What follows belongs to an exercise in optimizing a design on an open flow for small area, a short achievable clock period and few clock cycles; a production flow would make more cautious choices.
Function was checked by simulation only, so behaviour that the tests miss may differ from the original.
Power figures rest on the tool's default switching activity, not on a simulated workload.

==> job 6735: inputs <==
// crc_unit
module crc_unit (
    input  wire        clk,
    input  wire        rst,
    input  wire        fs,
    input  wire        req,
    input  wire        we,
    input  wire [7:0]  addr,
    input  wire [31:0] wdata,
    output wire        ready,
    output wire [31:0] rdata
);
export LEC_CHECK = 0
export CAP_MARGIN = 20
export CORE_MARGIN = 2
export CORE_UTILIZATION = 40
export CTS_CLUSTER_DIAMETER = 90
export CTS_CLUSTER_SIZE = 24
export SLEW_MARGIN = 20
create_clock -name core_clock -period 10.0 [get_ports {clk}]
standard.sh (not shown) runs the stock make flow with config.mk's settings and CLKGATE_MAP_FILE= SYNTH_SCRIPT=/design/flow/synth_recipe.tcl, a recipe that flattens the netlist after the stock synthesis.
==> flow/flow/run.sh <==
#!/bin/bash
# Own layout flow. Each tool's output goes to a log of its own here
# (map_engine.log, standard.log; ORFS also keeps each step's log under
# orfs/logs/).
#
# 1. The CRC engine module (crc_engine, no registers) is mapped on its own:
#    its XOR network is kept as written in the RTL (each XOR becomes one
#    xor2 cell, flow/xmap.v), and ABC maps only its output multiplexers,
#    with an 800 ps delay target.
set -o pipefail
here=$(pwd)
lib=$FLOW_HOME/platforms/sky130hd/lib/sky130_fd_sc_hd__tt_025C_1v80.lib
cat > map_engine.ys <<EOT
read_verilog $here/design.v
hierarchy -top crc_engine
synth -top crc_engine -flatten -noshare -nofsm -noabc
techmap -map $here/flow/xmap.v
abc -liberty $lib -dont_use *lpflow* -dont_use *probe* -script +strash;dch;map,-D,800
opt_clean -purge
stat -liberty $lib
write_verilog -noattr -noexpr $here/engine_mapped.v
EOT
yosys -s map_engine.ys > map_engine.log 2>&1 || exit 1
# design_mapped.v: design.v with the crc_engine module replaced by its netlist
python3 - "$here" <<'EOT' || exit 1
import re, sys
here = sys.argv[1]
d = open(here + '/design.v').read()
m = re.search(r'(?ms)^\s*module\s+crc_engine\b.*?^\s*endmodule\b[^\n]*\n?', d)
assert m, 'crc_engine not found'
e = open(here + '/engine_mapped.v').read()
open(here + '/design_mapped.v', 'w').write(d[:m.start()] + d[m.end():] + '\n' + e)
EOT
export SETUP_SLACK_MARGIN=5.62
export BUFFER_PORTS_ARGS="-buffer_cell sky130_fd_sc_hd__buf_1"
export CTS_ARGS="-sink_clustering_enable -repair_clock_nets -sink_clustering_size 24 -sink_clustering_max_diameter 90 -dont_use_dummy_load"
bash standard.sh VERILOG_FILES="$here/design_mapped.v" finish > standard.log 2>&1
==> flow/flow/xmap.v <==
module \$_XOR_ (input A, input B, output Y); sky130_fd_sc_hd__xor2_1 _TECHMAP_REPLACE_ (.A(A), .B(B), .X(Y)); endmodule
module \$_XNOR_ (input A, input B, output Y); sky130_fd_sc_hd__xnor2_1 _TECHMAP_REPLACE_ (.A(A), .B(B), .Y(Y)); endmodule
==> job 7972 (differences from job 6735) <==
--- a/flow/flow/run.sh
+++ b/flow/flow/run.sh
@@ -6,7 +6,8 @@
 # 1. The CRC engine module (crc_engine, no registers) is mapped on its own:
 #    its XOR network is kept as written in the RTL (each XOR becomes one
 #    xor2 cell, flow/xmap.v), and ABC maps only its output multiplexers,
-#    with an 800 ps delay target.
+#    with an 800 ps delay target; XOR cells driving three or more pins are
+#    given the stronger xor2_2.
 set -o pipefail
 here=$(pwd)
 lib=$FLOW_HOME/platforms/sky130hd/lib/sky130_fd_sc_hd__tt_025C_1v80.lib
@@ -29,9 +30,19 @@
 m = re.search(r'(?ms)^\s*module\s+crc_engine\b.*?^\s*endmodule\b[^\n]*\n?', d)
 assert m, 'crc_engine not found'
 e = open(here + '/engine_mapped.v').read()
+# XOR cells that drive three or more pins get the stronger xor2_2.
+fan = {}
+for body in re.findall(r'sky130_fd_sc_hd__\w+\s+\S+\s*\((.*?)\);', e, re.S):
+    for p, net in re.findall(r'\.(\w+)\(([^()]*)\)', body):
+        if p not in ('X', 'Y'):
+            fan[net.strip()] = fan.get(net.strip(), 0) + 1
+def up(m):
+    net = re.search(r'\.X\(([^()]*)\)', m.group(0)).group(1).strip()
+    return m.group(0).replace('xor2_1', 'xor2_2', 1) if fan.get(net, 0) >= 3 else m.group(0)
+e = re.sub(r'sky130_fd_sc_hd__xor2_1\s+\S+\s*\(.*?\);', up, e, flags=re.S)
 open(here + '/design_mapped.v', 'w').write(d[:m.start()] + d[m.end():] + '\n' + e)
 EOT
-export SETUP_SLACK_MARGIN=5.62
+export SETUP_SLACK_MARGIN=5.56
 export BUFFER_PORTS_ARGS="-buffer_cell sky130_fd_sc_hd__buf_1"
 export CTS_ARGS="-sink_clustering_enable -repair_clock_nets -sink_clustering_size 24 -sink_clustering_max_diameter 90 -dont_use_dummy_load"
 bash standard.sh VERILOG_FILES="$here/design_mapped.v" finish > standard.log 2>&1
==> job 9139 (differences from job 6735) <==
--- a/flow/flow/run.sh
+++ b/flow/flow/run.sh
@@ -5,8 +5,7 @@
 #
 # 1. The CRC engine module (crc_engine, no registers) is mapped on its own:
 #    its XOR network is kept as written in the RTL (each XOR becomes one
-#    xor2 cell, flow/xmap.v), and ABC maps only its output multiplexers,
-#    with an 800 ps delay target.
+#    xor2 cell, flow/xmap.v), and ABC maps only its output multiplexers.
 set -o pipefail
 here=$(pwd)
 lib=$FLOW_HOME/platforms/sky130hd/lib/sky130_fd_sc_hd__tt_025C_1v80.lib
@@ -15,7 +14,7 @@
 hierarchy -top crc_engine
 synth -top crc_engine -flatten -noshare -nofsm -noabc
 techmap -map $here/flow/xmap.v
-abc -liberty $lib -dont_use *lpflow* -dont_use *probe* -script +strash;dch;map,-D,800
+abc -liberty $lib -dont_use *lpflow* -dont_use *probe*
 opt_clean -purge
 stat -liberty $lib
 write_verilog -noattr -noexpr $here/engine_mapped.v
@@ -31,7 +30,7 @@
 e = open(here + '/engine_mapped.v').read()
 open(here + '/design_mapped.v', 'w').write(d[:m.start()] + d[m.end():] + '\n' + e)
 EOT
-export SETUP_SLACK_MARGIN=5.62
+export SETUP_SLACK_MARGIN=5.65
 export BUFFER_PORTS_ARGS="-buffer_cell sky130_fd_sc_hd__buf_1"
 export CTS_ARGS="-sink_clustering_enable -repair_clock_nets -sink_clustering_size 24 -sink_clustering_max_diameter 90 -dont_use_dummy_load"
 bash standard.sh VERILOG_FILES="$here/design_mapped.v" finish > standard.log 2>&1
==> job 7328 (differences from job 6735) <==
--- a/flow/flow/run.sh
+++ b/flow/flow/run.sh
@@ -5,8 +5,7 @@
 #
 # 1. The CRC engine module (crc_engine, no registers) is mapped on its own:
 #    its XOR network is kept as written in the RTL (each XOR becomes one
-#    xor2 cell, flow/xmap.v), and ABC maps only its output multiplexers,
-#    with an 800 ps delay target.
+#    xor2 cell, flow/xmap.v), and ABC maps only its output multiplexers.
 set -o pipefail
 here=$(pwd)
 lib=$FLOW_HOME/platforms/sky130hd/lib/sky130_fd_sc_hd__tt_025C_1v80.lib
@@ -15,7 +14,7 @@
 hierarchy -top crc_engine
 synth -top crc_engine -flatten -noshare -nofsm -noabc
 techmap -map $here/flow/xmap.v
-abc -liberty $lib -dont_use *lpflow* -dont_use *probe* -script +strash;dch;map,-D,800
+abc -liberty $lib -dont_use *lpflow* -dont_use *probe*
 opt_clean -purge
 stat -liberty $lib
 write_verilog -noattr -noexpr $here/engine_mapped.v
@@ -31,7 +30,7 @@
 e = open(here + '/engine_mapped.v').read()
 open(here + '/design_mapped.v', 'w').write(d[:m.start()] + d[m.end():] + '\n' + e)
 EOT
-export SETUP_SLACK_MARGIN=5.62
+export SETUP_SLACK_MARGIN=5.56
 export BUFFER_PORTS_ARGS="-buffer_cell sky130_fd_sc_hd__buf_1"
 export CTS_ARGS="-sink_clustering_enable -repair_clock_nets -sink_clustering_size 24 -sink_clustering_max_diameter 90 -dont_use_dummy_load"
 bash standard.sh VERILOG_FILES="$here/design_mapped.v" finish > standard.log 2>&1
Settings changed: GPL_TIMING_DRIVEN set to 0.
==> summary of the runs <==
- Job 7328 finished with timing, DRC and antenna clean. Job 7972 passed the timing, design-rule and antenna checks. Job 6735 finished clean. Job 9139 completed without violations.
- Fmax, lowest first: job 6735, job 9139, job 7328, job 7972.
- In job 7328 the clock skew is higher than in job 9139, by 0.016 ns.
- Against job 7328, the clock power of job 9139 is smaller by about 4%.
- In job 7328 the cell count is higher than in job 6735, by about 2%.
- Of job 7328 and job 7972, job 7972 has the higher synthesized cell count (gap 1.4%, measured against job 7972).
- Non-clock buffer count, highest first: job 7328, job 9139, job 6735, job 7972.
- Of job 6735 and job 7972, job 7972 has the higher hold slack (gap 0.021 ns).
- Between job 6735 and job 7328, the lower sequential share of layout area is in job 7328 (gap 2.3 points).
Testbench counts of job 6735, summed over its fixed seeds: cycles 57,215.
Testbench counts of job 7972, summed over its fixed seeds: cycles 57,215.
Testbench counts of job 9139, summed over its fixed seeds: cycles 57,215.
Testbench counts of job 7328, summed over its fixed seeds: cycles 57,215.

re-timing with driven ports:
No port has a modelled driver above. Below, the same layouts with a new extraction and two added sets of constraints. Step 1 assumes that a clkbuf_16 drives the clock port and a buf_2 every other input. Step 2 times the ports against the registers' clock, not the clock port: input delays grow and output delays shrink by t, the midpoint of the rising clock arrivals with the driver on. a / b / c = ideal / step 1 / step 2; a / b = the first two.
run | t, ns | slack for setup (ns) | worst hold slack (ns) | slew at the worst register clock pin (ns) | cell pins on the clock port's net
job 6735 | 0.676 | 5.500 / 5.431 / 5.542 | 0.436 / 0.436 / 0.436 | 0.10 / 0.10 | 1
job 7972 | 0.613 | 5.550 / 5.529 / 5.529 | 0.458 / 0.458 / 0.458 | 0.10 / 0.10 | 1
job 9139 | 0.615 | 5.525 / 5.525 / 5.525 | 0.467 / 0.467 / 0.467 | 0.10 / 0.10 | 1
job 7328 | 0.626 | 5.533 / 5.472 / 5.087 | 0.469 / 0.469 / 0.469 | 0.11 / 0.11 | 1
After both steps every run listed still meets setup and hold. The setup slack of job 7328, which loses most, moves by -0.061 ns with the drivers and by -0.446 ns with both steps.
